Context: an optimization exercise on an open-source flow, tuned for small area, a short achievable clock period and few clock cycles per item. The choices shown serve that exercise and are no tape-out recipe.
Where RTL was checked, it was by simulation tests only, not by an equivalence proof against the original.
Only the layout flow was run in run 4; the RTL was not checked for function there.
Power and IR drop assume default switching activity.

==> flow/design.v, too long to show whole: its modules and the start of the top module <==
// module fpu32: 356 lines
// module fpu32_mul: 2105 lines
// module fpu32_add: 594 lines
module fpu32 (
    input  wire        clk,
    input  wire        rst,
    input  wire        in_valid,
    input  wire [3:0]  in_op,
    input  wire [1:0]  in_rm,
    input  wire        in_cnan,
    input  wire [31:0] in_a,
    input  wire [31:0] in_b,
    input  wire [31:0] in_c,
    output wire        out_valid,
    output wire [31:0] out_result,
    output wire [4:0]  out_flags
);
  // ...
==> flow/flow/run.sh <==
#!/bin/bash
# Layout flow: the standard synthesis unchanged, then the standard ORFS
# layout steps with a larger setup margin for the resizer's timing repair,
# so that it keeps improving paths well below the 11.5 ns clock.
set -euo pipefail
MARGIN=$(cat flow/margin.txt)
bash standard.sh synth > synth.log 2>&1
bash standard.sh SETUP_SLACK_MARGIN=$MARGIN finish > layout.log 2>&1
==> flow/flow/margin.txt <==
7.7
==> flow/standard.sh <==
#!/bin/bash
# synth_recipe.tcl (not shown) runs the flow's synth.tcl, then flattens the netlist and writes it again
# the make line also repeats each setting of config.mk as NAME=value (left out here)
make -C /OpenROAD-flow-scripts/flow DESIGN_CONFIG=/design/flow/config.mk WORK_HOME=/design/flow/orfs CLKGATE_MAP_FILE= SYNTH_SCRIPT=/design/flow/synth_recipe.tcl "${@:-finish}"
==> flow/config.mk <==
export PLATFORM = sky130hd
export DESIGN_NAME = fpu32
export DESIGN_NICKNAME = fpu32
export VERILOG_FILES = /design/flow/design.v
export SDC_FILE = /design/flow/constraint.sdc
export NUM_CORES = 4
export LEC_CHECK = 0
export CAP_MARGIN = 20
export CORE_MARGIN = 2
export CORE_UTILIZATION = 40
export SLEW_MARGIN = 20
==> flow/constraint.sdc <==
create_clock -name core_clock -period 11.5 [get_ports {clk}]
set_input_delay 2.3000 -clock core_clock [delete_from_list [all_inputs] [get_ports {clk}]]
set_output_delay 2.3000 -clock core_clock [all_outputs]
set_load 0.01 [all_outputs]
==> metrics.md, run 1 <==
| Metric | Value |
|---|---|
| Status | `finished clean` |
| CP most frequent cell | `clkbuf_16` |
| Non-clock buffer share | `8.732%` |
| Post-layout util | `49.93%` |
| Crit Reg-Reg Endpoint | `g_c3.q[74]` |
| Final setup vio count | `0` |
| DRT Pass-1 Iters | `7` |
| First-pass GRT wire length | `255800 um` |
| Detailed-placement wirelength estimate | `119100 um` |
| Well Taps | `1536` |
| Worst Hold End | `g_c3.q[4]` |
| Sequential cell count | `682` |
| Hold Crit Class | `reg2reg` |
| Fin crit period | `3.987 ns` |
| Met1 wire length | `67240 um` |
| Worst-path clk slew | `0.06 ns` |
| Signal buffers | `489` |
| Row Count | `126` |
| Post-synth EDFFs | `0` |
| Clock Path Buffers | `3` |
| Cts repair resizes | `399` |
| Max-area cell class | `multi-input gates` |
| Final Cycle Share | `34.67%` |
| Slowest CP cell | `fa_1` |
| Total power | `20690 uW` |
| WP buf/inv | `2` |
| Crit path kind | `reg2reg` |
| Initial DRC Count | `4054` |
| Worst Max-Slew Pin Slew | `1.086 ns` |
| Largest register by flop count | `g_c2.q` |
| Flip-flop and latch count after synthesis | `682` |
| Global route overflow | `0` |
| Multi-input gate area in the final layout | `33210 sq um` |
| FF-to-FF setup slack | `7.51 ns` |
| Synth top area share | `28.93%` |
| Synth Area in Simple Gates | `11.82%` |
| Seq pwr | `4290 uW` |
| Yosys cell types | `99` |
| Non-Filler Cell Area, Final | `58720 sq um` |
| Multi-input combinational area share | `56.56%` |
Testbench counts, summed over its fixed seeds: cycles 16,056, items 16,000.
==> inputs of run 2 (changes only) <==
==> flow/flow/margin.txt (replaced) <==
7.5
==> metrics.md, run 2 <==
| Metric | Value |
|---|---|
| Initial Util | `40.13% (unchanged)` |
| Required time of the worst setup path | `12.05 ns (was 12.06 ns)` |
| Initial antenna violation count | `3 (was 1)` |
| Num CTS Buffers | `77 (unchanged)` |
| GRT Total Usage | `26.97% (was 27.79%)` |
| Largest net degree at the start of global routing | `56 (was 57)` |
| Clock Skew | `0.04516 ns (was 0.06590 ns)` |
| Via count | `40617 (was 41575)` |
| Global placement routability congestion | `0.9649 (was 0.9820)` |
| Lkg Pwr | `0.02286 uW (was 0.02358 uW)` |
| Top cells by count, synth | `dfxtp_1, inv_1, xnor2_1, nor2_1, nand2_1 (unchanged)` |
| Cell taking the most area after synthesis | `dfxtp_1 (unchanged)` |
| # IOs | `144 (unchanged)` |
| Status | `finished clean (unchanged)` |
| Slowest CP cell | `fa_1 (unchanged)` |
| Yosys cell types | `99 (unchanged)` |
| CTS HTree Levels | `3 (unchanged)` |
| RSZ-0062 raised after global routing | `yes (unchanged)` |
| Asr flop ratio synth | `0% (unchanged)` |
| WL/cell | `24.29 um (was 24.87 um)` |
| Final Cycle Share | `34.94% (was 34.67%)` |
| Cell area power density | `341.5 nW/um^2 (was 352.3 nW/um^2)` |
| Non-Filler Cell Area, Final | `56600 sq um (was 58720 sq um)` |
| Vias per Instance | `5.793 (was 5.850)` |
| Vias in the first global route | `39600 (was 40241)` |
| Worst r2r path cells | `16 (was 14)` |
| Clk Latency, worst-skew pair | `0.68 ns (was 0.69 ns)` |
| Max Cap Viol | `0 (unchanged)` |
| CP Launch Type | `register (unchanged)` |
| Slew Limit Headroom | `28.34% (was 27.49%)` |
| Worst Max-Slew Pin Slew | `1.068 ns (was 1.086 ns)` |
| Largest register by flop count | `g_c2.q (unchanged)` |
| Max-slew violation count | `0 (unchanged)` |
| Clock Path Buffers | `3 (unchanged)` |
| Drc violations | `0 (unchanged)` |
| Synthesized area | `47200 sq um (unchanged)` |
| Post-synth EDFFs | `0 (unchanged)` |
| Crit Reg-Reg Endpoint | `g_c3.q[66] (was g_c3.q[74])` |
| Initial DRC Count | `4342 (was 4054)` |
| PortBufs | `142 (unchanged)` |
| Biggest registers after layout | `g_c2.q (189), g_c1.q (112), g_c4.q (100) (unchanged)` |
| Area contributors post-synth | `dfxtp_1, fa_1, xnor2_1, ha_1, a22oi_1 (unchanged)` |
| Core box area | `117600 sq um (unchanged)` |
| Worst Hold End | `g_c5.q[11] (was g_c3.q[4])` |
| Worst hold stages | `0 (unchanged)` |
| Synth Instances | `5290 (unchanged)` |
| Worst-path clk slew | `0.06 ns (about the same)` |
| Die area | `120800 sq um (unchanged)` |
| Crit-path cells | `fa_1 -> ha_4 -> nand4_1 -> or3_1 -> o221a_4 -> a21oi_4 -> o31ai_4 -> a311oi_2 -> buf_4 -> o21a_4 -> buf_6 -> buf_6 -> mux2i_4 -> buf_12 -> a41oi_2 -> xor2_1 (was fa_1 -> ha_4 -> nand4_1 -> or3_1 -> o221a_4 -> a21oi_4 -> o31ai_4 -> a311oi_2 -> o21a_2 -> clkbuf_16 -> mux2i_4 -> clkbuf_16 -> o21ai_1 -> xnor2_2)` |
| Total power | `19330 uW (was 20690 uW)` |
| Synth Flop Type | `dfxtp_1 (unchanged)` |
| CTS tree | `yes (unchanged)` |
| CP max FO | `6 (unchanged)` |
| Detailed-placement wirelength estimate | `120700 um (was 119100 um)` |
| Synth top area share | `28.93% (unchanged)` |
| Syn_area_per_cell | `8.922 sq um (unchanged)` |
| Commonest non-fill, non-tap cell in the layout | `dfxtp_1 (unchanged)` |
| CP most frequent cell | `buf_6 (was clkbuf_16)` |
| Synth warn | `3 (unchanged)` |
| Critical hold path startpoint | `g_c4.q[9] (was g_c2.q[4])` |
| Largest register FFs | `189 (unchanged)` |
| Syn_nets | `5927 (unchanged)` |
| Reg-to-Reg Start | `g_c2.q[128] (was g_c2.q[127])` |
| Die span in x | `347.5 um (unchanged)` |
| Final setup vio count | `0 (unchanged)` |
| Clock root cell | `clkbuf_16 (unchanged)` |
| FF-to-FF setup slack | `7.48 ns (was 7.51 ns)` |
| Placement Cell Area | `50090 sq um (was 50160 sq um)` |
| Row Count | `126 (unchanged)` |
| Die height | `347.5 um (unchanged)` |
| CP max stage delay | `0.52 ns (was 0.54 ns)` |
| Clock tree sinks | `682 (unchanged)` |
| First-pass GRT wire length | `249400 um (was 255800 um)` |
| Sequential area share after synthesis | `28.93% (unchanged)` |
| Hold Crit Class | `reg2reg (unchanged)` |
| Count leader, synth | `dfxtp_1 (unchanged)` |
| Fin crit period | `4.018 ns (was 3.987 ns)` |
| Nets | `6048 (was 6149)` |
| Layout cell share with drive strength beyond 1 | `16.06% (was 20.80%)` |
| Post-Route WL | `170300 um (was 176800 um)` |
| Critical Path AT | `4.57 ns (was 4.55 ns)` |
| Fmax | `248.9 MHz (was 250.8 MHz)` |
| Global route overflow | `0 (unchanged)` |
| Syn-to-layout area delta | `19.91% (was 24.41%)` |
| Max rail drop VDD | `0.2181 mV (was 0.2378 mV)` |
| Flip-flop and latch count after synthesis | `682 (unchanged)` |
| Crit path kind | `reg2reg (unchanged)` |
| Endpoints failing hold | `0 (unchanged)` |
| DRT antenna net count | `0 (unchanged)` |
| Setup crit end kind | `register (unchanged)` |
| DRT Pass-1 Iters | `7 (unchanged)` |
| TNS Setup | `0 ns (unchanged)` |
| Most frequent cells in the layout | `dfxtp_1, inv_1, xnor2_1, nor2_1, nand2_1 (unchanged)` |
run 2: final cells by class:
cell class                      count  area [sq um]
Antenna cell                        1         2.502
Clock buffer                      101          2178
Clock inverter                     41         616.8
Fill cell                       11043         61010
Inverter                          511          1992
Multi-Input combinational cell   3743         32120
Sequential cell                   682         13810
Tap cell                         1536          1922
Timing Repair Buffer              395          3955
Timing Repair inverter              1         8.758
run 2: cells by family after synthesis:
logic type / share of synthesized area (%)
flops: 28.93
simple gates: 11.82
compound gates: 18.22
buf+inv: 7.094
other cells: 0.007945
fa+ha+maj: 19.51
xor+xnor: 10.28
mux: 4.143
run 2: worst max path at each step:
stage	start	endpoint	depth (start not counted)
after floorplan	g_c1.q[44]	g_c2.q[115]	16
after global placement	g_c2.q[117]	g_c3.q[70]	12
after detailed placement	g_c1.q[48]	g_c2.q[110]	11
after CTS	g_c1.q[44]	g_c2.q[110]	11
after global routing	g_c0.q_op[1]	g_c1.q[7]	18
final	g_c2.q[128]	g_c3.q[66]	16
run 2: repair_timing:
item	4_1_cts	5_1_grt
hold buffers	0	0
pin swaps	51	103
buffers inserted	59	71
endpoints found under the setup margin	213	167
resized for setup	243	287
gates cloned	12	11
run 2: where the power goes:
group	switching (uW)	internal [uW]	total, uW	leakage (uW)
Sequential	892	3450	4340	0.00574
Clock	1090	1590	2670	0.00136
Combinational	7020	5290	12300	0.0158
Total	9000	10300	19300	0.0229
run 2: critical path: cells and delay by family, from the launching register on:
family	cells	cell delay, ns
DFF	1	0.32
muxes	1	0.31
and+or+nand+nor	2	0.52
AOI/OAI and AO/OA	6	1.18
xor gates and xnor gates	1	0.18
buffers and inverters	4	0.55
adders and majority gates	2	0.85
run 2: layer usage:
layer | GRT usage (%) | wire [um]
met4 | 16.41 | 12280
met5 | 0 | 15
met1 | 34.37 | 67840
met2 | 42.81 | 76340
met3 | 4.494 | 13800
run 2: through the flow:
step / setup slack, ns / hold slack, ns / std cells / utilization [%]
floorplan: 7.480 / 0.3096 / 5290 / -
global placement: 6.605 / 0.3124 / 6715 / 42.59
detailed placement: 6.552 / 0.3121 / 6715 / 42.59
CTS: 7.461 / 0.3223 / 6928 / 46.43
global route: 7.396 / 0.3294 / 7011 / 48.12
finish: 7.482 / 0.3179 / 7011 / 48.12
==> inputs of run 3 (changes only) <==
--- a/flow/config.mk
+++ b/flow/config.mk
@@ -8,4 +8,6 @@
 export CAP_MARGIN = 20
 export CORE_MARGIN = 2
 export CORE_UTILIZATION = 40
+export CTS_BUF_LIST = sky130_fd_sc_hd__clkbuf_8
+export CTS_CLUSTER_SIZE = 20
 export SLEW_MARGIN = 20
==> metrics.md, run 3 <==
| Metric | Value |
|---|---|
| Syn_nets | `5927 (unchanged)` |
| RSZ-0062 raised after global routing | `yes (unchanged)` |
| Die area | `120800 sq um (unchanged)` |
| Die height | `347.5 um (unchanged)` |
| Flip-flop and latch count after synthesis | `682 (unchanged)` |
| Initial Util | `40.13% (unchanged)` |
| CP Launch Type | `register (unchanged)` |
| Core box area | `117600 sq um (unchanged)` |
| Non-Filler Cell Area, Final | `56340 sq um (was 56600 sq um)` |
| Endpoints failing hold | `0 (unchanged)` |
| Yosys cell types | `99 (unchanged)` |
| Synth top area share | `28.93% (unchanged)` |
| Max Cap Viol | `0 (unchanged)` |
| # IOs | `144 (unchanged)` |
| Reg-to-Reg Start | `g_c0.q_b[16] (was g_c2.q[128])` |
| Synthesized area | `47200 sq um (unchanged)` |
| Vias per Instance | `5.751 (was 5.793)` |
| Worst r2r path cells | `13 (was 16)` |
| Layout cell share with drive strength beyond 1 | `16.81% (was 16.06%)` |
| Worst slack at placement | `6.552 ns (unchanged)` |
| Setup crit start | `g_c0.q_b[16] (was g_c2.q[128])` |
| Nets | `6079 (was 6048)` |
| Post-Route WL | `170200 um (was 170300 um)` |
| WL/cell | `24.05 um (was 24.29 um)` |
| Commonest non-fill, non-tap cell in the layout | `dfxtp_1 (unchanged)` |
| Critical Path AT | `4.70 ns (was 4.57 ns)` |
| Hold Crit Class | `reg2reg (unchanged)` |
| TNS Setup | `0 ns (unchanged)` |
| Clock Skew | `0.06672 ns (was 0.04516 ns)` |
| Global placement routability congestion | `0.9649 (unchanged)` |
| Setup WS post-layout | `7.457 ns (was 7.482 ns)` |
| Drc violations | `0 (unchanged)` |
| CTS Hold Buffers Added | `0 (unchanged)` |
| Setup crit end | `g_c1.q[10] (was g_c3.q[66])` |
| Fin crit period | `4.043 ns (was 4.018 ns)` |
| Largest net degree at the start of global routing | `56 (unchanged)` |
| Detailed-placement wirelength estimate | `120700 um (unchanged)` |
| Initial antenna violation count | `3 (unchanged)` |
| Placement Cell Area | `50090 sq um (unchanged)` |
| # fillers | `11160 (was 11043)` |
| Post-synth EDFFs | `0 (unchanged)` |
| Synth Flop Type | `dfxtp_1 (unchanged)` |
| DRT antenna net count | `0 (unchanged)` |
| CP max FO | `7 (was 6)` |
| Largest register FFs | `189 (unchanged)` |
| PortBufs | `142 (unchanged)` |
| Top cells by count, synth | `dfxtp_1, inv_1, xnor2_1, nor2_1, nand2_1 (unchanged)` |
| Post-Place Cells | `6715 (unchanged)` |
| CTS HTree Levels | `3 (unchanged)` |
| Worst Max-Slew Pin Slew | `1.028 ns (was 1.068 ns)` |
| Clock tree sinks | `682 (unchanged)` |
| First-pass GRT wire length | `250400 um (was 249400 um)` |
| Asr flop ratio synth | `0% (unchanged)` |
| Cell taking the most area after synthesis | `dfxtp_1 (unchanged)` |
| Synth Instances | `5290 (unchanged)` |
| Max rail drop VDD | `0.2181 mV (about the same)` |
| Biggest registers after layout | `g_c2.q (189), g_c1.q (112), g_c4.q (100) (unchanged)` |
| Lkg Pwr | `0.02297 uW (was 0.02286 uW)` |
| Crit Reg-Reg Endpoint | `g_c1.q[10] (was g_c3.q[66])` |
| Worst-path clk slew | `0.06 ns (about the same)` |
| Final Cycle Share | `35.15% (was 34.94%)` |
| Synth warn | `3 (unchanged)` |
| Syn_area_per_cell | `8.922 sq um (unchanged)` |
| Multi-input gate area in the final layout | `32140 sq um (was 32120 sq um)` |
| Initial DRC Count | `4348 (was 4342)` |
| Via count | `40699 (was 40617)` |
| Clk Latency, worst-skew pair | `0.82 ns (was 0.68 ns)` |
| Final setup vio count | `0 (unchanged)` |
| Clock root cell | `clkbuf_8 (was clkbuf_16)` |
| Status | `finished clean (unchanged)` |
| Area contributors post-synth | `dfxtp_1, fa_1, xnor2_1, ha_1, a22oi_1 (unchanged)` |
| Crit path kind | `reg2reg (unchanged)` |
| Required time of the worst setup path | `12.16 ns (was 12.05 ns)` |
| Vias in the first global route | `40256 (was 39600)` |
| Global route overflow | `0 (unchanged)` |
| Most frequent cells in the layout | `dfxtp_1, inv_1, xnor2_1, nor2_1, nand2_1 (unchanged)` |
| FF-to-FF setup slack | `7.46 ns (was 7.48 ns)` |
| Slew Limit Headroom | `30.94% (was 28.34%)` |
| Setup crit end kind | `register (unchanged)` |
| DRT Pass-1 Iters | `6 (was 7)` |
| Sequential area share after synthesis | `28.93% (unchanged)` |
| Die span in x | `347.5 um (unchanged)` |
| Register area | `13780 sq um (was 13810 sq um)` |
| Largest register by flop count | `g_c2.q (unchanged)` |
| Max-slew violation count | `0 (unchanged)` |
| Row Count | `126 (unchanged)` |
| Num CTS Buffers | `115 (was 77)` |
| GRT Total Usage | `27.03% (was 26.97%)` |
| Syn-to-layout area delta | `19.36% (was 19.91%)` |
| Clock Path Buffers | `3 (unchanged)` |
| Count leader, synth | `dfxtp_1 (unchanged)` |
| CTS tree | `yes (unchanged)` |
| Finished Layout Cells | `7077 (was 7011)` |
| Fmax | `247.4 MHz (was 248.9 MHz)` |
| Cell area power density | `338.5 nW/um^2 (was 341.5 nW/um^2)` |
==> run 3: cell counts after synthesis <==
Identical to the previous run, type by type.
==> run 3: worst min path at each step <==
stage          cells after the start         from  slack [ns]          end
6_report                           0   g_c4.q[97]        0.32   g_c5.q[40]
5_1_grt                            0  g_c2.q[191]        0.33   g_c3.q[90]
4_1_cts                            0  g_c2.q[192]        0.32   g_c3.q[91]
3_5_place_dp                       0  g_c1.q[111]        0.31  g_c2.q[192]
3_3_place_gp                       0   g_c4.q[96]        0.31   g_c5.q[39]
2_1_floorplan                      0  g_c1.q[108]        0.31  g_c2.q[189]
==> run 3: layout make-up <==
class	instances	area share, %
Tap cell	1536	3.411
Multi-Input combinational cell	3744	57.06
Sequential cell	682	24.45
Inverter	511	3.525
Antenna cell	2	0.008884
Clock inverter	70	1.208
Clock buffer	144	3.518
Timing Repair Buffer	387	6.803
Timing Repair inverter	1	0.01555
==> run 3: report_power, final <==
group	switching [uW]	total [uW]	internal [uW]	leakage, uW
clock network	1090	2450	1360	0.00142
registers	886	4330	3440	0.00574
logic	7050	12300	5240	0.0158
total	9030	19100	10000	0.0230
==> run 3: cell families (layout without fill, tap and decap cells) <==
kind of cell    after synthesis  after routing  share of synthesized area (%)
fa+ha+maj                   536            536                          19.51
compound gates             1297           1299                          18.22
mux                         181            187                          4.143
flops                       682            682                          28.93
xor+xnor                    553            553                          10.28
simple gates               1167           1168                          11.82
buf+inv                     873           1113                          7.094
other cells                   1              3                       0.007945
==> run 3: per-stage QoR <==
| stage | utilization (%) | hold slack [ns] | power (uW) |
|---|---|---|---|
| 3_3_place_gp | 42.59 | 0.3124 | 15130 |
| 4_1_cts | 46.39 | 0.3239 | 18290 |
| 5_1_grt | 47.90 | 0.3306 | 20530 |
| 6_report | 47.90 | 0.3210 | 19070 |
| 3_5_place_dp | 42.59 | 0.3121 | 15370 |
| 2_1_floorplan | - | 0.3096 | 11900 |
==> run 3: routing by layer <==
metal,GRT usage (%),wire (um),up-vias
met2,42.89,76730,2139
met1,34.26,68000,19507
met3,4.611,13320,558
met4,16.79,12090,4
li1,-,-,18491
met5,0,33,-
==> run 3: worst max-delay path, stage by stage (launching register included) <==
cell and delay [ns]:
dfxtp_2 0.47, inv_1 0.13, ha_1 0.31, a21oi_1 0.07, o21ai_0 0.58, a311oi_4 0.24, buf_4 0.20, and2_4 0.16
o221ai_1 0.19, nor3_1 0.08, o41a_1 0.51, o22a_1 0.25, a21o_1 0.20, or4_1 0.53
==> run 3: timing repair <==
action / in CTS / in global routing
setup endpoints to repair: 248 / 174
cloned: 10 / 9
pin swaps: 59 / 116
buffers inserted: 75 / 52
hold endpoints to repair: 0 / 0
resized for setup: 277 / 281
==> module fpu32, before the edit <==
module fpu32 (
    input  wire        clk,
    input  wire        rst,
    input  wire        in_valid,
    input  wire [3:0]  in_op,
    input  wire [1:0]  in_rm,
    input  wire        in_cnan,
    input  wire [31:0] in_a,
    input  wire [31:0] in_b,
    input  wire [31:0] in_c,
    output wire        out_valid,
    output wire [31:0] out_result,
    output wire [4:0]  out_flags
);
    localparam C0 = 1;   
    localparam C1 = 1;   
    localparam C2 = 1;   
    localparam C3 = 1;   
    localparam C4 = 1;   
    localparam C5 = 1;   
    localparam C6 = 1;   
    localparam [3:0] OP_FADD = 4'h0, OP_FSUB = 4'h1, OP_FMUL = 4'h2,
                     OP_FMA  = 4'h5, OP_FMS  = 4'h6, OP_FMAX = 4'h8,
                     OP_FNEG = 4'h9, OP_FABS = 4'hA;
    localparam [1:0] RNE = 2'd0, RTZ = 2'd1, RDN = 2'd2, RUP = 2'd3;
    localparam [31:0] DEFAULT_NAN = 32'h7FC0_0000;
    localparam [31:0] ONE         = 32'h3F80_0000;
    localparam NST = C0 + C1 + C2 + C3 + C4 + C5 + C6;
    reg [NST-1:0] vpipe;
    always @(posedge clk) begin
        if (rst) vpipe <= {NST{1'b0}};
        else     vpipe <= {vpipe[NST-2:0], in_valid};
    end
    assign out_valid = vpipe[NST-1];
    wire [3:0]  op;
    wire [1:0]  rm0;
    wire        cnan;
    wire [31:0] a, b, c;
    generate if (C0) begin : g_c0
        reg [3:0]  q_op;
        reg [1:0]  q_rm;
        reg        q_cnan;
        reg [31:0] q_a, q_b, q_c;
        always @(posedge clk) begin
            q_op <= in_op; q_rm <= in_rm; q_cnan <= in_cnan;
            q_a <= in_a; q_b <= in_b; q_c <= in_c;
        end
        assign op = q_op; assign rm0 = q_rm; assign cnan = q_cnan;
        assign a = q_a; assign b = q_b; assign c = q_c;
    end else begin : g_c0n
        assign op = in_op; assign rm0 = in_rm; assign cnan = in_cnan;
        assign a = in_a; assign b = in_b; assign c = in_c;
    end endgenerate
    wire op_addsub = (op == OP_FADD) || (op == OP_FSUB);
    wire op_mul    = (op == OP_FMUL);
    wire op_fmas   = (op == OP_FMA) || (op == OP_FMS);
    wire is_arith  = op_addsub || op_mul || op_fmas;
    wire z_neg     = (op == OP_FSUB) || (op == OP_FMS);
    wire [31:0] x = a;
    wire [31:0] y = op_addsub ? ONE : b;
    wire [31:0] z = op_mul ? {a[31] ^ b[31], 31'b0} : (op_fmas ? c : b);
    wire        z_real = !op_mul;
    wire x_expmax = (x[30:23] == 8'hFF);
    wire y_expmax = (y[30:23] == 8'hFF);
    wire z_expmax = (z[30:23] == 8'hFF);
    wire x_zero = (x[30:0] == 31'b0);
    wire y_zero = (y[30:0] == 31'b0);
    wire z_zero = (z[30:0] == 31'b0);
    wire x_inf  = x_expmax && (x[22:0] == 23'b0);
    wire y_inf  = y_expmax && (y[22:0] == 23'b0);
    wire z_inf  = z_expmax && (z[22:0] == 23'b0);
    wire x_nan  = x_expmax && (x[22:0] != 23'b0);
    wire y_nan  = y_expmax && (y[22:0] != 23'b0);
    wire z_nan  = z_expmax && (z[22:0] != 23'b0) && z_real;
    wire x_snan = x_nan && !x[22];
    wire y_snan = y_nan && !y[22];
    wire z_snan = z_nan && !z[22];
    wire sp = x[31] ^ y[31];
    wire sz = z[31] ^ z_neg;
    reg        sp_take;
    reg [31:0] sp_res;
    reg        sp_inv;
    wire prod_0inf = (x_zero && y_inf) || (x_inf && y_zero);
    always @(*) begin
        sp_take = 1'b0;
        sp_res  = 32'b0;
        sp_inv  = 1'b0;
        if (x_nan || y_nan || z_nan) begin
            sp_take = 1'b1;
            if (cnan)        sp_res = DEFAULT_NAN;
            else if (x_nan)  sp_res = x | 32'h0040_0000;
            else if (y_nan)  sp_res = y | 32'h0040_0000;
            else             sp_res = z | 32'h0040_0000;
            sp_inv = x_snan || y_snan || z_snan || prod_0inf;
        end else if (prod_0inf) begin
            sp_take = 1'b1;
            sp_res = DEFAULT_NAN;
            sp_inv = 1'b1;
        end else if (x_inf || y_inf) begin
            sp_take = 1'b1;
            if (z_inf && (sz != sp)) begin
                sp_res = DEFAULT_NAN;
                sp_inv = 1'b1;
            end else begin
                sp_res = {sp, 31'h7F80_0000};
            end
        end else if (z_inf) begin
            sp_take = 1'b1;
            sp_res = {sz, 31'h7F80_0000};
        end else if (x_zero || y_zero) begin
            sp_take = 1'b1;
            if (z_zero)
                sp_res = {(sp == sz) ? sp : (rm0 == RDN), 31'b0};
            else
                sp_res = {sz, z[30:0]};
        end
    end
    wire a_nan  = (a[30:23] == 8'hFF) && (a[22:0] != 23'b0);
    wire b_nan  = (b[30:23] == 8'hFF) && (b[22:0] != 23'b0);
    wire a_snan = a_nan && !a[22];
    wire b_snan = b_nan && !b[22];
    reg a_less_b;
    always @(*) begin
        if (a[31] != b[31])
            a_less_b = a[31];
        else if (a[31])
            a_less_b = (a[30:0] > b[30:0]);
        else
            a_less_b = (a[30:0] < b[30:0]);
    end
    reg [31:0] misc_res;
    reg        misc_inv;
    always @(*) begin
        misc_res = 32'b0;
        misc_inv = 1'b0;
        case (op)
            OP_FNEG: misc_res = {~a[31], a[30:0]};
            OP_FABS: misc_res = {1'b0, a[30:0]};
            default: begin
                if (a_snan || b_snan || (a_nan && b_nan)) begin
                    misc_inv = a_snan || b_snan;
                    if (cnan)       misc_res = DEFAULT_NAN;
                    else if (a_nan) misc_res = a | 32'h0040_0000;
                    else            misc_res = b | 32'h0040_0000;
                end else if (a_nan) begin
                    misc_res = b;
                end else if (b_nan) begin
                    misc_res = a;
                end else if (op == OP_FMAX) begin
                    misc_res = a_less_b ? b : a;
                end else begin
                    misc_res = (a_less_b || a == b) ? a : b;
                end
            end
        endcase
    end
    wire        take  = !is_arith || sp_take;
    wire [31:0] v     = is_arith ? sp_res : misc_res;
    wire        inv0  = is_arith ? sp_inv : misc_inv;
    wire        expff = take && (v[30:23] == 8'hFF);
    wire [31:0] X  = take ? v : x;
    wire [31:0] Y  = take ? ONE : y;
    wire [31:0] Z  = take ? {v[31], 31'b0} : z;
    wire        Zn = take ? 1'b0 : z_neg;
    wire [7:0]  ea = {a[30:24], a[23] | (a[30:23] == 8'd0)};
    wire [7:0]  ebx = {b[30:24], b[23] | (b[30:23] == 8'd0)};
    wire [7:0]  ec = {c[30:24], c[23] | (c[30:23] == 8'd0)};
    wire [7:0]  eyv = op_addsub ? 8'd127 : ebx;
    wire [7:0]  ezv = op_mul ? 8'd1 : (op_fmas ? ec : ebx);
    wire signed [10:0] sh = $signed({3'b0, ea}) + $signed({3'b0, eyv}) - $signed({3'b0, ezv}) - 11'sd100;
    wire        clamp0 = sh[10] && !take;
    wire [6:0]  shc0 = sh[10] ? 7'd0 : ((sh[9:7] != 3'b0) ? 7'd127 : sh[6:0]);
    wire        Xn = (X[30:23] != 8'd0);
    wire        Yn = (Y[30:23] != 8'd0);
    wire        Zh = (Z[30:23] != 8'd0);
    localparam W1 = 2 + 1 + 1 + 1 + 32 * 3 + 3 + 1 + 7;
    wire [W1-1:0] c1_d = {rm0, expff, inv0, Zn, X, Y, Z, Xn, Yn, Zh, clamp0, shc0};
    wire [W1-1:0] c1_q;
    generate if (C1) begin : g_c1
        reg [W1-1:0] q; always @(posedge clk) q <= c1_d; assign c1_q = q;
    end else begin : g_c1n
        assign c1_q = c1_d;
    end endgenerate
    wire [1:0]  rm1; wire expff1, inv1, zn1; wire [31:0] x1, y1, z1; wire xn, yn, zn, clamp1; wire [6:0] shc;
    assign {rm1, expff1, inv1, zn1, x1, y1, z1, xn, yn, zn, clamp1, shc} = c1_q;
    wire [23:0] mx = {xn, x1[22:0]};
    wire [23:0] my = {yn, y1[22:0]};
    wire [23:0] mz = {zn, z1[22:0]};
    wire        sp1 = x1[31] ^ y1[31];
    wire        sz1 = z1[31] ^ zn1;
    wire        esub1 = sp1 ^ sz1;
    wire [74:0] ps_w, pc_w;
    fpu32_mul u_mul (.mx(mx), .my(my), .ps(ps_w), .pc(pc_w));
    wire [8:0]  epbm = {1'b0, x1[30:24], x1[23] | !xn} + {1'b0, y1[30:24], y1[23] | !yn} - 9'd100;
    wire [8:0]  eb = clamp1 ? {1'b0, z1[30:24], z1[23] | !zn} : epbm;
    wire [75:0] aw = {mz, 52'b0} >> shc;
    wire [75:0] zi = aw ^ {76{esub1}};
    reg         ast;
    integer i;
    always @(*) begin
        ast = 1'b0;
        for (i = 0; i < 24; i = i + 1)
            if (mz[i] && (shc > 7'd52 + i[6:0])) ast = 1'b1;
    end
    localparam W2 = 2 + 1 + 1 + 50 + 50 + 76 + 1 + 3 + 9;
    wire [W2-1:0] c2_d = {rm1, expff1, inv1, ps_w[49:0], pc_w[49:0], zi, ast, sp1, sz1, esub1, eb};
    wire [W2-1:0] c2_q;
    generate if (C2) begin : g_c2
        reg [W2-1:0] q; always @(posedge clk) q <= c2_d; assign c2_q = q;
    end else begin : g_c2n
        assign c2_q = c2_d;
    end endgenerate
    wire [1:0]  rm2; wire expff2, inv2;
    wire [49:0] ps2, pc2; wire [75:0] zi2; wire ast2, sp2, sz2, esub2; wire [8:0] eb2;
    assign {rm2, expff2, inv2, ps2, pc2, zi2, ast2, sp2, sz2, esub2, eb2} = c2_q;
    wire [76:0] oa = {25'h1FF_FFFF, ps2, 2'b0};    
    wire [76:0] ob = {27'b0, pc2, 2'b0};
    wire [76:0] oc = {1'b0, zi2};
    wire [76:0] s3 = oa ^ ob ^ oc;
    wire [76:0] c3 = {(oa[75:0] & ob[75:0]) | (oa[75:0] & oc[75:0]) | (ob[75:0] & oc[75:0]), 1'b0};
    wire [76:0] t0, pall77;
    wire        co_unused;
    fpu32_add u_add (.a(s3), .b(c3), .s(t0), .pall(pall77), .co(co_unused));
    wire        cout = t0[76];
    wire [75:0] pall = pall77[75:0];
    wire        incr = esub2 & !ast2;
    wire        neg  = esub2 & !cout;
    wire [75:0] mag  = t0[75:0] ^ (cout ? (pall & {76{incr}}) : {76{esub2}});
    wire        rsign = neg ? sz2 : sp2;
    localparam W3 = 2 + 1 + 1 + 76 + 1 + 1 + 1 + 9;
    wire [W3-1:0] c3_d = {rm2, expff2, inv2, mag, ast2, rsign, esub2, eb2};
    wire [W3-1:0] c3_q;
    generate if (C3) begin : g_c3
        reg [W3-1:0] q; always @(posedge clk) q <= c3_d; assign c3_q = q;
    end else begin : g_c3n
        assign c3_q = c3_d;
    end endgenerate
    wire [1:0]  rm3; wire expff3, inv3;
    wire [75:0] mag3; wire ast3, rsign3, esub3; wire [8:0] eb3;
    assign {rm3, expff3, inv3, mag3, ast3, rsign3, esub3, eb3} = c3_q;
    wire ezero3 = (mag3 == 76'b0) && !ast3;
    reg [75:0] mk;
    integer k;
    always @(*) begin
        for (k = 0; k < 76; k = k + 1)
            mk[k] = (eb3 == 9'd76 - k[8:0]);
    end
    wire [127:0] lzin = {mag3 | mk, 52'b0};
    reg [127:0]  zl [0:7];
    reg [6:0]    cl [0:7][0:127];
    reg [6:0]    lzc;
    integer lv, g;
    always @(*) begin
        for (g = 0; g < 128; g = g + 1) begin
            zl[0][g] = !lzin[g];
            cl[0][g] = 7'd0;
        end
        for (lv = 1; lv < 8; lv = lv + 1) begin
            zl[lv] = 128'b0;
            for (g = 0; g < (128 >> lv); g = g + 1) begin
                zl[lv][g] = zl[lv-1][2*g+1] & zl[lv-1][2*g];
                if (zl[lv-1][2*g+1])
                    cl[lv][g] = cl[lv-1][2*g] | (7'd1 << (lv-1));
                else
                    cl[lv][g] = cl[lv-1][2*g+1];
            end
            for (g = (128 >> lv); g < 128; g = g + 1)
                cl[lv][g] = 7'd0;
        end
        lzc = cl[7][0];
    end
    localparam W4 = 2 + 1 + 1 + 76 + 7 + 1 + 1 + 1 + 1 + 9;
    wire [W4-1:0] c4_d = {rm3, expff3, inv3, mag3, lzc, ast3, rsign3, esub3, ezero3, eb3};
    wire [W4-1:0] c4_q;
    generate if (C4) begin : g_c4
        reg [W4-1:0] q; always @(posedge clk) q <= c4_d; assign c4_q = q;
    end else begin : g_c4n
        assign c4_q = c4_d;
    end endgenerate
    wire [1:0]  rm4; wire expff4, inv4;
    wire [75:0] mag4; wire [6:0] lz4; wire ast4, rsign4, esub4, ezero4; wire [8:0] eb4;
    assign {rm4, expff4, inv4, mag4, lz4, ast4, rsign4, esub4, ezero4, eb4} = c4_q;
    wire [75:0] n6 = lz4[6] ? {mag4[11:0], 64'b0} : mag4;
    wire [75:0] n5 = lz4[5] ? {n6[43:0], 32'b0} : n6;
    wire [75:0] n4 = lz4[4] ? {n5[59:0], 16'b0} : n5;
    wire [75:0] n3 = lz4[3] ? {n4[67:0], 8'b0} : n4;
    wire [75:0] n2 = lz4[2] ? {n3[71:0], 4'b0} : n3;
    wire [75:0] n1 = lz4[1] ? {n2[73:0], 2'b0} : n2;
    wire [75:0] nrm = lz4[0] ? {n1[74:0], 1'b0} : n1;
    wire        hidden = nrm[75];
    wire [22:0] frac   = nrm[74:52];
    wire        guard  = nrm[51];
    reg  [50:0] smask;
    integer q;
    always @(*) begin
        for (q = 0; q < 51; q = q + 1)
            smask[q] = ({1'b0, lz4} < 8'd51 - q[7:0]);
    end
    wire        stk    = ((mag4[50:0] & smask) != 51'b0) || ast4;
    wire [9:0]  efld   = hidden ? ({1'b0, eb4} - {3'b0, lz4}) : 10'd0;
    wire        zsign  = esub4 ? (rm4 == RDN) : rsign4;
    localparam W5 = 2 + 1 + 1 + 1 + 23 + 1 + 1 + 1 + 1 + 1 + 10;
    wire [W5-1:0] c5_d = {rm4, expff4, inv4, hidden, frac, guard, stk, rsign4, ezero4, zsign, efld};
    wire [W5-1:0] c5_q;
    generate if (C5) begin : g_c5
        reg [W5-1:0] q; always @(posedge clk) q <= c5_d; assign c5_q = q;
    end else begin : g_c5n
        assign c5_q = c5_d;
    end endgenerate
    wire [1:0]  rm5; wire expff5, inv5;
    wire hid5; wire [22:0] frac5; wire guard5, stk5, rsign5, ezero5, zsign5; wire [9:0] efld5;
    assign {rm5, expff5, inv5, hid5, frac5, guard5, stk5, rsign5, ezero5, zsign5, efld5} = c5_q;
    wire inexact = guard5 | stk5;
    reg  round_up;
    always @(*) begin
        case (rm5)
            RNE: round_up = guard5 && (stk5 || frac5[0]);
            RTZ: round_up = 1'b0;
            RDN: round_up = inexact && rsign5;
            default: round_up = inexact && !rsign5;
        endcase
    end
    wire [23:0] finc = {1'b0, frac5} + 24'd1;
    wire        fcar = round_up && finc[23];
    wire [22:0] rfrac = round_up ? finc[22:0] : frac5;
    wire [9:0]  efp1 = efld5 + 10'd1;
    wire [9:0]  rexp = fcar ? efp1 : efld5;
    wire        ovf = ((efld5 >= 10'd255) || (fcar && efld5 == 10'd254)) && !expff5;
    wire [32:0] rnd = {rexp, rfrac};
    reg [31:0] res;
    reg [4:0]  flg;
    always @(*) begin
        flg = {4'b0, inv5};
        if (ezero5) begin
            res = {zsign5, 31'b0};
        end else if (ovf) begin
            flg[2] = 1'b1;
            flg[4] = 1'b1;
            if (rm5 == RNE || (rm5 == RDN && rsign5) || (rm5 == RUP && !rsign5))
                res = {rsign5, 31'h7F80_0000};
            else
                res = {rsign5, 31'h7F7F_FFFF};
        end else begin
            res = {rsign5, rnd[30:0]};
            flg[4] = inexact;
            flg[3] = inexact && !hid5;
        end
    end
    generate if (C6) begin : g_c6
        reg [31:0] q_res; reg [4:0] q_flg;
        always @(posedge clk) begin q_res <= res; q_flg <= flg; end
        assign out_result = q_res; assign out_flags = q_flg;
    end else begin : g_c6n
        assign out_result = res; assign out_flags = flg;
    end endgenerate
endmodule
==> inputs of run 4 (changes only) <==
--- a/flow/design.v
+++ b/flow/design.v
@@ -165,9 +165,10 @@
     wire [7:0]  ea = {a[30:24], a[23] | (a[30:23] == 8'd0)};
     wire [7:0]  ebx = {b[30:24], b[23] | (b[30:23] == 8'd0)};
     wire [7:0]  ec = {c[30:24], c[23] | (c[30:23] == 8'd0)};
-    wire [7:0]  eyv = op_addsub ? 8'd127 : ebx;
-    wire [7:0]  ezv = op_mul ? 8'd1 : (op_fmas ? ec : ebx);
-    wire signed [10:0] sh = $signed({3'b0, ea}) + $signed({3'b0, eyv}) - $signed({3'b0, ezv}) - 11'sd100;
+    wire signed [10:0] sh_fma = $signed({3'b0, ea}) + $signed({3'b0, ebx}) - $signed({3'b0, ec}) - 11'sd100;
+    wire signed [10:0] sh_add = $signed({3'b0, ea}) - $signed({3'b0, ebx}) + 11'sd27;
+    wire signed [10:0] sh_mul = $signed({3'b0, ea}) + $signed({3'b0, ebx}) - 11'sd101;
+    wire signed [10:0] sh = op_addsub ? sh_add : (op_mul ? sh_mul : sh_fma);
     wire        clamp0 = sh[10] && !take;
     wire [6:0]  shc0 = sh[10] ? 7'd0 : ((sh[9:7] != 3'b0) ? 7'd127 : sh[6:0]);
     wire        Xn = (X[30:23] != 8'd0);
@@ -218,17 +219,15 @@
     wire [76:0] oc = {1'b0, zi2};
     wire [76:0] s3 = oa ^ ob ^ oc;
     wire [76:0] c3 = {(oa[75:0] & ob[75:0]) | (oa[75:0] & oc[75:0]) | (ob[75:0] & oc[75:0]), 1'b0};
-    wire [76:0] t0, pall77;
+    wire [76:0] t0, pall_unused;
     wire        co_unused;
-    fpu32_add u_add (.a(s3), .b(c3), .s(t0), .pall(pall77), .co(co_unused));
+    fpu32_add u_add (.a(s3), .b(c3), .s(t0), .pall(pall_unused), .co(co_unused));
     wire        cout = t0[76];
-    wire [75:0] pall = pall77[75:0];
-    wire        incr = esub2 & !ast2;
+    wire        incr = esub2 & !ast2 & cout;
     wire        neg  = esub2 & !cout;
-    wire [75:0] mag  = t0[75:0] ^ (cout ? (pall & {76{incr}}) : {76{esub2}});
     wire        rsign = neg ? sz2 : sp2;
-    localparam W3 = 2 + 1 + 1 + 76 + 1 + 1 + 1 + 9;
-    wire [W3-1:0] c3_d = {rm2, expff2, inv2, mag, ast2, rsign, esub2, eb2};
+    localparam W3 = 2 + 1 + 1 + 76 + 1 + 1 + 1 + 1 + 1 + 9;
+    wire [W3-1:0] c3_d = {rm2, expff2, inv2, t0[75:0], incr, neg, ast2, rsign, esub2, eb2};
     wire [W3-1:0] c3_q;
     generate if (C3) begin : g_c3
         reg [W3-1:0] q; always @(posedge clk) q <= c3_d; assign c3_q = q;
@@ -236,8 +235,25 @@
         assign c3_q = c3_d;
     end endgenerate
     wire [1:0]  rm3; wire expff3, inv3;
-    wire [75:0] mag3; wire ast3, rsign3, esub3; wire [8:0] eb3;
-    assign {rm3, expff3, inv3, mag3, ast3, rsign3, esub3, eb3} = c3_q;
+    wire [75:0] t3; wire incr3, neg3, ast3, rsign3, esub3; wire [8:0] eb3;
+    assign {rm3, expff3, inv3, t3, incr3, neg3, ast3, rsign3, esub3, eb3} = c3_q;
+    wire [75:0] tall;      
+    genvar gi;
+    generate
+        wire [9:0] blk;
+        wire [9:0] bpre;
+        for (gi = 0; gi < 10; gi = gi + 1) begin : g_blk
+            if (gi < 9) assign blk[gi] = &t3[8*gi+7:8*gi];
+            else        assign blk[gi] = &t3[75:72];
+            if (gi == 0) assign bpre[gi] = 1'b1;
+            else         assign bpre[gi] = &blk[gi-1:0];
+        end
+        for (gi = 0; gi < 76; gi = gi + 1) begin : g_tall
+            if (gi % 8 == 0) assign tall[gi] = bpre[gi/8];
+            else             assign tall[gi] = bpre[gi/8] & (&t3[gi-1:(gi/8)*8]);
+        end
+    endgenerate
+    wire [75:0] mag3 = t3 ^ ((tall & {76{incr3}}) | {76{neg3}});
     wire ezero3 = (mag3 == 76'b0) && !ast3;
     reg [75:0] mk;
     integer k;
--- a/flow/config.mk
+++ b/flow/config.mk
@@ -8,6 +8,4 @@
 export CAP_MARGIN = 20
 export CORE_MARGIN = 2
 export CORE_UTILIZATION = 40
-export CTS_BUF_LIST = sky130_fd_sc_hd__clkbuf_8
-export CTS_CLUSTER_SIZE = 20
 export SLEW_MARGIN = 20
==> metrics.md, run 4 <==
| Metric | Value |
|---|---|
| Crit path kind | `reg2reg (unchanged)` |
| Setup crit end kind | `register (unchanged)` |
| Global placement routability congestion | `1.021 (was 0.9649)` |
| Core box area | `125100 sq um (was 117600 sq um)` |
| Die height | `358.5 um (was 347.5 um)` |
| CTS tree | `yes (unchanged)` |
| Endpoints failing hold | `0 (unchanged)` |
| Clock Skew | `0.02914 ns (was 0.06672 ns)` |
| FF-to-FF setup slack | `6.92 ns (was 7.46 ns)` |
| Slew Limit Headroom | `29.11% (was 30.94%)` |
| Largest register FFs | `189 (unchanged)` |
| Asr flop ratio synth | `0% (unchanged)` |
| Setup crit end | `g_c1.q[3] (was g_c1.q[10])` |
| PortBufs | `142 (unchanged)` |
| Hold Crit Class | `reg2reg (unchanged)` |
| Worst Max-Slew Pin Slew | `1.057 ns (was 1.028 ns)` |
| Finished Layout Cells | `7537 (was 7077)` |
| Global route overflow | `0 (unchanged)` |
| Status | `finished clean (unchanged)` |
| Via count | `43883 (was 40699)` |
| Syn-to-layout area delta | `18.19% (was 19.36%)` |
| DRT Pass-1 Iters | `6 (unchanged)` |
| Flip-flop and latch count after synthesis | `684 (was 682)` |
| Clk Latency, worst-skew pair | `0.69 ns (was 0.82 ns)` |
| Clock root cell | `clkbuf_16 (was clkbuf_8)` |
| Row Count | `130 (was 126)` |
| Cell area power density | `305.8 nW/um^2 (was 338.5 nW/um^2)` |
| Count leader, synth | `dfxtp_1 (unchanged)` |
| Final Cycle Share | `39.83% (was 35.15%)` |
| Fmax | `218.3 MHz (was 247.4 MHz)` |
| GRT Total Usage | `27.59% (was 27.03%)` |
| Fin crit period | `4.581 ns (was 4.043 ns)` |
| Critical Path AT | `5.12 ns (was 4.70 ns)` |
| Syn_area_per_cell | `8.753 sq um (was 8.922 sq um)` |
| Vias per Instance | `5.822 (was 5.751)` |
| Yosys cell types | `103 (was 99)` |
| Max-slew violation count | `0 (unchanged)` |
| Num CTS Buffers | `80 (was 115)` |
| Sequential area share after synthesis | `27.24% (was 28.93%)` |
| TNS Setup | `0 ns (unchanged)` |
| Register area | `13790 sq um (was 13780 sq um)` |
| Max Cap Viol | `0 (unchanged)` |
| Worst r2r path cells | `21 (was 13)` |
| Clock Path Buffers | `3 (unchanged)` |
| Post-synth EDFFs | `0 (unchanged)` |
| Biggest registers after layout | `g_c2.q (189), g_c1.q (112), g_c4.q (100) (unchanged)` |
| Synth Flop Type | `dfxtp_1 (unchanged)` |
| First-pass GRT wire length | `269900 um (was 250400 um)` |
| Max rail drop VDD | `0.1684 mV (was 0.2181 mV)` |
| Worst-path clk slew | `0.06 ns (about the same)` |
| Area contributors post-synth | `dfxtp_1, fa_1, xnor2_1, ha_1, a22oi_1 (unchanged)` |
| Required time of the worst setup path | `12.04 ns (was 12.16 ns)` |
| Initial Util | `40.18% (was 40.13%)` |
| CTS Hold Buffers Added | `0 (unchanged)` |
| RSZ-0062 raised after global routing | `yes (unchanged)` |
| Detailed-placement wirelength estimate | `132300 um (was 120700 um)` |
| Die area | `128500 sq um (was 120800 sq um)` |
| Synth warn | `3 (unchanged)` |
| Crit Reg-Reg Endpoint | `g_c1.q[3] (was g_c1.q[10])` |
| Setup crit start | `g_c0.q_a[27] (was g_c0.q_b[16])` |
| Clock tree sinks | `684 (was 682)` |
| Met1 wire length | `74840 um (was 68000 um)` |
| Final setup vio count | `0 (unchanged)` |
| Largest register by flop count | `g_c2.q (unchanged)` |
| Nets | `6468 (was 6079)` |
| Met3 Wirelength | `12890 um (was 13320 um)` |
| Top cells by count, synth | `dfxtp_1, inv_1, xnor2_1, nor2_1, nand2_1 (unchanged)` |
| Post-Place Cells | `7261 (was 6715)` |
| Post-Route WL | `182900 um (was 170200 um)` |
| Lkg Pwr | `0.02424 uW (was 0.02297 uW)` |
| Synth Instances | `5742 (was 5290)` |
| Met2 routed WL | `84080 um (was 76730 um)` |
| Max layer used | `met5 (unchanged)` |
| Synthesized area | `50260 sq um (was 47200 sq um)` |
| Layout cell share with drive strength beyond 1 | `14.70% (was 16.81%)` |
| Cell taking the most area after synthesis | `dfxtp_1 (unchanged)` |
| WL/cell | `24.26 um (was 24.05 um)` |
| # IOs | `144 (unchanged)` |
| Synth top area share | `27.24% (was 28.93%)` |
| Initial DRC Count | `4126 (was 4348)` |
| Multi-input gate area in the final layout | `34600 sq um (was 32140 sq um)` |
| CP max FO | `7 (unchanged)` |
| # fillers | `11784 (was 11160)` |
| Reg-to-Reg Start | `g_c0.q_a[27] (was g_c0.q_b[16])` |
| Largest net degree at the start of global routing | `64 (was 56)` |
| Drc violations | `0 (unchanged)` |
| DRT antenna net count | `0 (unchanged)` |
| Critical hold path startpoint | `g_c2.q[5] (was g_c4.q[97])` |
| CP Launch Type | `register (unchanged)` |
| Initial antenna violation count | `5 (was 3)` |
| Vias in the first global route | `42927 (was 40256)` |
| Syn_nets | `6391 (was 5927)` |
| Most frequent cells in the layout | `dfxtp_1, inv_1, xnor2_1, nor2_1, nand2_1 (unchanged)` |
| CTS HTree Levels | `3 (unchanged)` |
| Die span in x | `358.5 um (was 347.5 um)` |
| Commonest non-fill, non-tap cell in the layout | `dfxtp_1 (unchanged)` |
## run 4: final cells by class
type,count,area share (%)
Antenna cell,2,0.008425
Clock buffer,103,3.703
Clock inverter,45,1.051
Inverter,538,3.488
Multi-Input combinational cell,4117,58.25
Sequential cell,684,23.22
Tap cell,1650,3.476
Timing Repair Buffer,396,6.772
Timing Repair inverter,2,0.02738
## run 4: cells by family after synthesis
family	after synthesis	share of synthesized area, %
AO/OA/AOI/OAI	1398	18.84
XOR/XNOR	559	9.741
adder cells (fa/ha/maj)	548	18.55
buffers and inverters	945	7.199
flip-flops	684	27.24
multiplexers	208	4.568
other	1	0.007461
AND/OR/NAND/NOR	1399	13.85
## run 4: where the power goes
part           total, uW  internal (uW)  switching, uW
combinational      11000           4620           6420
clock               2730           1620           1110
sequential          4400           3450            950
## run 4: worst min-delay path by stage
stage,end,depth (start not counted)
5_1_grt,g_c3.q[4],0
6_report,g_c3.q[5],0
3_5_place_dp,g_c3.q[5],0
2_1_floorplan,g_c2.q[189],0
3_3_place_gp,g_c2.q[189],0
4_1_cts,g_c3.q[5],0
## run 4: metrics by stage
step                      utilization, %  setup slack (ns)  hold slack [ns]  total power, uW  cell area [sq um]
final                              47.49             6.919           0.3237            18160              59400
after global routing               47.49             6.785           0.3294            19680              59400
after global placement             42.66             6.536           0.3101            14470              53360
after CTS                          45.91             6.825           0.3232            17730              57430
after detailed placement           42.67             6.415           0.3121            14710              53370
after floorplan                        -             7.104           0.3096            11270              50380
## run 4: repair_timing
item / 4_1_cts / 5_1_grt
cloned: 8 / 9
pin swaps: 46 / 116
setup endpoints to repair: 186 / 137
gates resized for setup: 183 / 291
buffers inserted: 49 / 60
## run 4: layer usage
layer  global-route usage (%)  vias up
li1                         -    20072
met1                    35.18    21281
met2                    44.87     2023
met3                    4.264      505
met4                    14.86        2
met5                        0        -
## run 4: critical path, cell delays in order, from the launching register on
cell,delay (ns)
dfxtp_4,0.34
or4_4,0.51
or4_4,0.51
nand2b_4,0.10
ha_4,0.13
nor2b_1,0.13
o21a_1,0.19
o21bai_1,0.10
a21oi_2,0.18
o21bai_1,0.11
a21oi_2,0.20
o21ai_2,0.09
and2_4,0.16
ha_1,0.28
inv_2,0.05
ha_4,0.24
or4_4,0.54
a31oi_4,0.18
o21ai_2,0.08
o22ai_2,0.10
buf_6,0.15
a21oi_1,0.06

[re-timing with driven ports]
The results above use ideal ports. As a check the final layouts listed here were re-extracted and re-timed, cells and wires unchanged. Step 1 (the two cells are an assumption about what drives the block):
set clk [get_ports {clk}]
set_driving_cell -lib_cell sky130_fd_sc_hd__clkbuf_16 $clk
set_driving_cell -lib_cell sky130_fd_sc_hd__buf_2 [delete_from_list [all_inputs] $clk]
Step 2 adds t to the input delays and takes it off the output delays; t is the mean of the earliest and latest rising clock arrival at the registers after step 1. Input paths then give back, and output paths get back, about the clock's delay inside the block. Slacks: no drivers / after step 1 / after step 2; pairs: no drivers / after step 1.
| run | t, ns | setup WS [ns] | worst setup path at the end | worst register clock-pin slew, ns | cell pins on the clock port's net |
|---|---|---|---|---|---|
| run 1 | 0.736 | 7.513 / 7.513 / 7.513 | register to register | 0.07 / 0.07 | 1 |
| run 2 | 0.733 | 7.482 / 7.482 / 7.482 | register to register | 0.07 / 0.07 | 1 |
| run 3 | 0.863 | 7.457 / 7.457 / 7.457 | register to register | 0.07 / 0.07 | 1 |
| run 4 | 0.755 | 6.919 / 6.919 / 6.919 | register to register | 0.07 / 0.07 | 1 |
After both steps every run listed still meets setup and hold.
